Background: an optimization exercise with open tools, aiming at small area, a short achievable clock period and few clock cycles per item. Do not read the settings as production practice.
RTL that was checked went through simulation tests only; none was proved equivalent to the original.
Power figures rest on the tool's default switching activity, not on a simulated workload.

==> v33 <==
==> flow/design.v (excerpt) <==
module fma32 (
    input  wire        clk,
    input  wire        rst,
    input  wire        in_valid,
    output wire        in_ready,
    input  wire [31:0] a,
    input  wire [31:0] b,
    input  wire [31:0] c,
    output reg         out_valid,
    output reg  [31:0] d
);
    assign in_ready = 1'b1;
    reg        v0;
    reg [31:0] a0, b0, c0;
    always @(posedge clk) begin
        v0 <= in_valid & ~rst;
        a0 <= a;
        b0 <= b;
        c0 <= c;
    end
    wire        sa = a0[31];
    wire        sb = b0[31];
    wire        sc = c0[31];
    wire [7:0]  ea = a0[30:23];
    wire [7:0]  eb = b0[30:23];
    wire [7:0]  ec = c0[30:23];
    wire [22:0] fa = a0[22:0];
    wire [22:0] fb = b0[22:0];
    wire [22:0] fc = c0[22:0];
    wire ea_max = &ea, eb_max = &eb, ec_max = &ec;
    wire ea_nz  = |ea, eb_nz  = |eb, ec_nz  = |ec;
    wire fa_nz  = |fa, fb_nz  = |fb, fc_nz  = |fc;
    wire a_nan  = ea_max & fa_nz;
  ...
Settings: LEC_CHECK=0, CAP_MARGIN=20, CORE_MARGIN=2, CORE_UTILIZATION=55, SLEW_MARGIN=20, SYNTH_HIERARCHICAL=1, SYNTH_MINIMUM_KEEP_SIZE=0; clock period 28.0 ns.
standard.sh (not shown) runs the stock make flow with config.mk's settings and CLKGATE_MAP_FILE= SYNTH_SCRIPT=/design/flow/synth_recipe.tcl, a recipe that flattens the netlist after the stock synthesis.
==> flow/flow/run.sh <==
#!/bin/bash
set -euo pipefail
bash standard.sh SETUP_SLACK_MARGIN=21 finish > standard_flow.log 2>&1
==> inputs of v28, as changes to v33 <==
--- a/flow/design.v
+++ b/flow/design.v
@@ -8,29 +8,50 @@
     input  wire [31:0] c,
     output reg         out_valid,
     output reg  [31:0] d
 );
     assign in_ready = 1'b1;
+    wire [7:0]  ea_in = a[30:23];
+    wire [7:0]  eb_in = b[30:23];
+    wire [7:0]  ec_in = c[30:23];
+    wire        ean_in = |ea_in;
+    wire        ebn_in = |eb_in;
+    wire        ecn_in = |ec_in;
+    wire [7:0]  xa_in = {ea_in[7:1], ea_in[0] | ~ean_in};
+    wire [7:0]  xb_in = {eb_in[7:1], eb_in[0] | ~ebn_in};
+    wire [7:0]  nxc_in = ~{ec_in[7:1], ec_in[0] | ~ecn_in};
     reg        v0;
-    reg [31:0] a0, b0, c0;
+    reg [31:0] c0;
+    reg        sa0, sb0;
+    reg [22:0] fa0, fb0;
+    reg        ean0, ebn0, ecn0;        
+    reg        eam0, ebm0;              
+    reg [7:0]  es0, ecy0;               
     always @(posedge clk) begin
-        v0 <= in_valid & ~rst;
-        a0 <= a;
-        b0 <= b;
-        c0 <= c;
+        v0   <= in_valid & ~rst;
+        c0   <= c;
+        sa0  <= a[31];
+        sb0  <= b[31];
+        fa0  <= a[22:0];
+        fb0  <= b[22:0];
+        ean0 <= ean_in;
+        ebn0 <= ebn_in;
+        ecn0 <= ecn_in;
+        eam0 <= &ea_in;
+        ebm0 <= &eb_in;
+        es0  <= xa_in ^ xb_in ^ nxc_in;
+        ecy0 <= (xa_in & xb_in) | (xa_in & nxc_in) | (xb_in & nxc_in);
     end
-    wire        sa = a0[31];
-    wire        sb = b0[31];
+    wire        sa = sa0;
+    wire        sb = sb0;
     wire        sc = c0[31];
-    wire [7:0]  ea = a0[30:23];
-    wire [7:0]  eb = b0[30:23];
     wire [7:0]  ec = c0[30:23];
-    wire [22:0] fa = a0[22:0];
-    wire [22:0] fb = b0[22:0];
+    wire [22:0] fa = fa0;
+    wire [22:0] fb = fb0;
     wire [22:0] fc = c0[22:0];
-    wire ea_max = &ea, eb_max = &eb, ec_max = &ec;
-    wire ea_nz  = |ea, eb_nz  = |eb, ec_nz  = |ec;
+    wire ea_max = eam0, eb_max = ebm0, ec_max = &ec;
+    wire ea_nz  = ean0, eb_nz  = ebn0, ec_nz  = ecn0;
     wire fa_nz  = |fa, fb_nz  = |fb, fc_nz  = |fc;
     wire a_nan  = ea_max & fa_nz;
     wire b_nan  = eb_max & fb_nz;
     wire c_nan  = ec_max & fc_nz;
     wire a_inf  = ea_max & ~fa_nz;
@@ -41,20 +62,17 @@
     wire sp  = sa ^ sb;
     wire sub = sp ^ sc;
     wire [23:0] ma = {ea_nz, fa};
     wire [23:0] mb = {eb_nz, fb};
     wire [23:0] mc = {ec_nz, fc};
-    wire [7:0]  xa = {ea[7:1], ea[0] | ~ea_nz};
-    wire [7:0]  xb = {eb[7:1], eb[0] | ~eb_nz};
     wire [7:0]  xc = {ec[7:1], ec[0] | ~ec_nz};
-    wire [9:0]  xab     = {2'b00, xa} + {2'b00, xb};
-    wire [10:0] sh_raw  = {3'b000, xa} + {3'b000, xb} + {3'b111, ~xc} - 11'd97;
+    wire [10:0] sh_raw  = {3'b000, es0} + {2'b00, ecy0, 1'b0} + 11'd1695;
     wire        a_or_b_zero = a_zero | b_zero;
     wire        clamped = sh_raw[10] | a_or_b_zero;
     wire        sh_big  = (sh_raw[9:0] > 10'd80);
     wire [6:0]  sh      = clamped ? 7'd0 : sh_big ? 7'd80 : sh_raw[6:0];
-    wire [8:0]  limit   = clamped ? ({1'b0, xc} - 9'd1) : (xab[8:0] - 9'd99);
+    wire [8:0]  limit   = (clamped ? 9'd0 : sh_raw[8:0]) + {1'b0, xc} - 9'd1;
     reg [4:0] tz;
     integer k;
     always @(*) begin
         tz = 5'd24;
         for (k = 23; k >= 0; k = k - 1)
@@ -739,21 +757,23 @@
     assign s0[79] = add_p[79] ^ add_G6_78;
     assign s1[79] = add_p[79] ^ (add_G6_78 | add_P6_78);
     wire        neg = sub1 & s1[79];
     wire [78:0] mag = neg ? ~s0[78:0] : (sub1 ? s1[78:0] : s0[78:0]);
     wire        rs  = neg ? sc1 : sp1;
-    wire [78:0] stop = (limit1 <= 9'd78) ? (79'd1 << (7'd78 - limit1[6:0])) : 79'd0;
-    wire [78:0] lzin = mag | stop;
-    reg [6:0] lz;
+    reg [6:0] lzm;
     integer i;
     always @(*) begin
-        lz = 7'd0;
+        lzm = 7'd0;
         for (i = 0; i < 79; i = i + 1)
-            if (lzin[i]) lz = 7'd78 - i[6:0];
+            if (mag[i]) lzm = 7'd78 - i[6:0];
     end
-    wire zero = ~|mag;
-    wire [2:0]  lzc = lz[6:4];
+    wire [2:0] kz  = lzm[6:4];
+    wire [2:0] kl  = (|limit1[8:7]) ? 3'd7 : limit1[6:4];
+    wire       klt = kz < kl;
+    wire       kgt = kz > kl;
+    wire [2:0] kc  = klt ? kz : kl;
+    wire [2:0]  lzc = kc;
     reg  [39:0] m1;
     always @(*) begin
         case (lzc)
             3'd0:    m1 = mag[78:39];
             3'd1:    m1 = mag[62:23];
@@ -767,37 +787,43 @@
     wire stk2 = stk1 | (|mag[38:23]);
     wire stk  = (lzc == 3'd0) ? stk2 : (lzc == 3'd1) ? stk1 : (lzc == 3'd2) ? stk0 : 1'b0;
     reg        v2;
     reg [39:0] m2;
     reg        stk2r;
-    reg [6:0]  lz2;
+    reg [2:0]  kc2;
+    reg [3:0]  lzm2;
+    reg        klt2, kgt2;
     reg [8:0]  limit2;
-    reg        rs2, nan2, inf2, infs2, zs2, zero2;
+    reg        rs2, nan2, inf2, infs2, zs2;
     always @(posedge clk) begin
         v2     <= v1 & ~rst;
         m2     <= m1;
         stk2r  <= stk;
-        lz2    <= lz;
+        kc2    <= kc;
+        lzm2   <= lzm[3:0];
+        klt2   <= klt;
+        kgt2   <= kgt;
         limit2 <= limit1;
         rs2    <= rs;
         nan2   <= nan1;
         inf2   <= inf1;
         infs2  <= infs1;
         zs2    <= zs1;
-        zero2  <= zero;
     end
-    wire [3:0]  lzf2   = lz2[3:0];
+    wire [3:0]  lzl    = limit2[3:0];
+    wire [3:0]  lzf2   = klt2 ? lzm2 : kgt2 ? lzl : ((lzm2 < lzl) ? lzm2 : lzl);
     wire [39:0] tn     = m2 << lzf2;
     wire [23:0] sig    = tn[39:16];
     wire        guard  = tn[15];
     wire [14:0] smask  = ~({15{1'b1}} << (4'd15 - lzf2));
     wire        sticky = stk2r | (|(m2[14:0] & smask));
     wire        rnd_up = guard & (sticky | sig[0]);
     wire [24:0] sig_r  = {1'b0, sig} + {24'd0, rnd_up};
-    wire [8:0]  em1 = limit2 - {2'b00, lz2};
+    wire [8:0]  em1 = limit2 - {2'b00, kc2, lzf2};
     wire [9:0]  ex  = {1'b0, em1} + {8'd0, sig_r[24:23]};
     wire        ovf = ex >= 10'd255;
+    wire zero2 = ~(|m2) & ~stk2r;
     reg [31:0] result;
     always @(*) begin
         if (nan2)
             result = 32'h7FC00000;
         else if (inf2)
==> flow/flow/run.sh (replaced) <==
#!/bin/bash
# Layout: the standard flow (standard.sh: unchanged synthesis and steps),
# with two settings passed to ORFS:
#  - timing repair asked to leave 21.3 ns of setup slack at the design's
#    28 ns clock, i.e. to optimise the paths towards 6.7 ns;
#  - every port still gets its buffer, but a buf_1 instead of the 10 um2
#    clkdlybuf4s50_1 that buffer_ports picks by default.
# The SDC, clock period and I/O constraints are the standard flow's, untouched.
set -euo pipefail
bash standard.sh SETUP_SLACK_MARGIN=21.3 \
  "BUFFER_PORTS_ARGS=-buffer_cell sky130_fd_sc_hd__buf_1" \
  finish > standard_flow.log 2>&1
--- a/flow/config.mk
+++ b/flow/config.mk
@@ -5,9 +5,9 @@
 export SDC_FILE = /design/flow/constraint.sdc
 export NUM_CORES = 4
 export LEC_CHECK = 0
 export CAP_MARGIN = 20
 export CORE_MARGIN = 2
-export CORE_UTILIZATION = 55
+export CORE_UTILIZATION = 60
 export SLEW_MARGIN = 20
 export SYNTH_HIERARCHICAL = 1
 export SYNTH_MINIMUM_KEEP_SIZE = 0
==> inputs of v11, as changes to v33 <==
--- a/flow/design.v
+++ b/flow/design.v
@@ -764,39 +764,38 @@
     end
     wire stk0 = |mag[6:0];
     wire stk1 = stk0 | (|mag[22:7]);
     wire stk2 = stk1 | (|mag[38:23]);
     wire stk  = (lzc == 3'd0) ? stk2 : (lzc == 3'd1) ? stk1 : (lzc == 3'd2) ? stk0 : 1'b0;
+    wire [8:0]  em1 = limit1 - {2'b00, lz};
     reg        v2;
     reg [39:0] m2;
     reg        stk2r;
-    reg [6:0]  lz2;
-    reg [8:0]  limit2;
+    reg [3:0]  lzf2;
+    reg [8:0]  em12;
     reg        rs2, nan2, inf2, infs2, zs2, zero2;
     always @(posedge clk) begin
         v2     <= v1 & ~rst;
         m2     <= m1;
         stk2r  <= stk;
-        lz2    <= lz;
-        limit2 <= limit1;
+        lzf2   <= lz[3:0];
+        em12   <= em1;
         rs2    <= rs;
         nan2   <= nan1;
         inf2   <= inf1;
         infs2  <= infs1;
         zs2    <= zs1;
         zero2  <= zero;
     end
-    wire [3:0]  lzf2   = lz2[3:0];
     wire [39:0] tn     = m2 << lzf2;
     wire [23:0] sig    = tn[39:16];
     wire        guard  = tn[15];
     wire [14:0] smask  = ~({15{1'b1}} << (4'd15 - lzf2));
     wire        sticky = stk2r | (|(m2[14:0] & smask));
     wire        rnd_up = guard & (sticky | sig[0]);
     wire [24:0] sig_r  = {1'b0, sig} + {24'd0, rnd_up};
-    wire [8:0]  em1 = limit2 - {2'b00, lz2};
-    wire [9:0]  ex  = {1'b0, em1} + {8'd0, sig_r[24:23]};
+    wire [9:0]  ex  = {1'b0, em12} + {8'd0, sig_r[24:23]};
     wire        ovf = ex >= 10'd255;
     reg [31:0] result;
     always @(*) begin
         if (nan2)
             result = 32'h7FC00000;
==> flow/run.sh (new file) <==
#!/bin/bash
# synth_recipe.tcl (not shown) runs the flow's synth.tcl, then flattens the netlist and writes it again
# the make line also repeats each setting of config.mk as NAME=value (left out here)
make -C /OpenROAD-flow-scripts/flow DESIGN_CONFIG=/design/flow/config.mk WORK_HOME=/design/flow/orfs CLKGATE_MAP_FILE= SYNTH_SCRIPT=/design/flow/synth_recipe.tcl finish
==> flow/config.mk (replaced) <==
export PLATFORM = sky130hd
export DESIGN_NAME = fma32
export DESIGN_NICKNAME = fma32
export VERILOG_FILES = /design/flow/design.v
export SDC_FILE = /design/flow/constraint.sdc
export NUM_CORES = 4
export LEC_CHECK = 0
export CAP_MARGIN = 60
export CORE_MARGIN = 2
export CORE_UTILIZATION = 55
export SLEW_MARGIN = 60
export SYNTH_HIERARCHICAL = 1
export SYNTH_MINIMUM_KEEP_SIZE = 0
removed: flow/flow/run.sh
removed: flow/standard.sh
==> comparison <==
v33 went through all stages and came out clean. v11 ran to the end with no violations. v28 finished clean. Against v28, the clock skew of v11 is higher by 16 ps. Combinational power, highest first: v11, v28, v33. The highest setup slack belongs to v28, the lowest to v11. In v33 the register-to-register slack is higher than in v11, by 2000 ps. First-iteration DRC count, highest first: v33, v11, v28. The lowest wire length belongs to v28, the highest to v33.
==> figures <==
Status: v11 no timing/DRC/antenna violations; v33 no timing/DRC/antenna violations; v28 no timing/DRC/antenna violations
Share of total power in combinational logic: v11 0.784; v33 0.749; v28 0.758
Highest Clock Rate: v11 112 MHz; v33 145 MHz; v28 150 MHz
Critical R2R Capture: v11 em12[8]; v33 fcn1[12]; v28 d[22]
Power in the clock group: v11 0.546 mW; v33 0.571 mW; v28 0.550 mW
Syn nets: v11 5343; v33 5281; v28 4992
Area of placed instances: v11 0.0418 mm2; v33 0.0408 mm2; v28 0.0388 mm2
Wire length of the first global-routing pass: v11 222000 um; v33 222000 um; v28 191000 um
Met3 global-route usage: v11 0.103; v33 0.0988; v28 0.0815
Wire length per cell after detailed routing: v11 26.9 um; v33 27.3 um; v28 24.8 um
Arrival time at the worst endpoint: v11 9430 ps; v33 7360 ps; v28 1070 ps
Number of rows in the core area: v11 98; v33 98; v28 93
Critical path endpoint: v11 em12[8]; v33 fcn1[12]; v28 d[12]
Testbench counts of v28, summed over its fixed seeds: cycles 24,032, items 24,000.
Testbench counts of v11, summed over its fixed seeds: cycles 24,032, items 24,000.
Only the layout flow was run in v33; the RTL was not checked for function there.

what the ideal ports hide:
Ports are ideal in the flow. The routed layouts listed here were re-timed in OpenROAD. Step 1 assumes that a clkbuf_16 drives the clock port and a buf_2 every other input. Step 2 moves the port delays by t, midway between the first and last clock arrival at a register: inputs arrive t later, outputs are due t later. That takes back most of the time a late clock gives input paths. Three values: ideal, step 1, step 2; two values: the first two.
run	t, ns	setup slack, ns	hold WS [ns]	slew at the worst register clock pin (ns)	worst data-port slew with drivers (ns)
v33	0.663	21.119 / 21.119 / 21.119	0.326 / 0.326 / 0.326	0.07 / 0.07	0.06
v28	0.663	21.331 / 21.264 / 21.144	0.321 / 0.321 / 0.321	0.08 / 0.08	0.05
v11	0.645	19.089 / 19.089 / 19.089	0.326 / 0.326 / 0.326	0.07 / 0.07	0.06
After both steps setup and hold are still met in every run listed. The setup slack of v28, which loses most, moves by -0.067 ns with the drivers and by -0.187 ns with both steps.
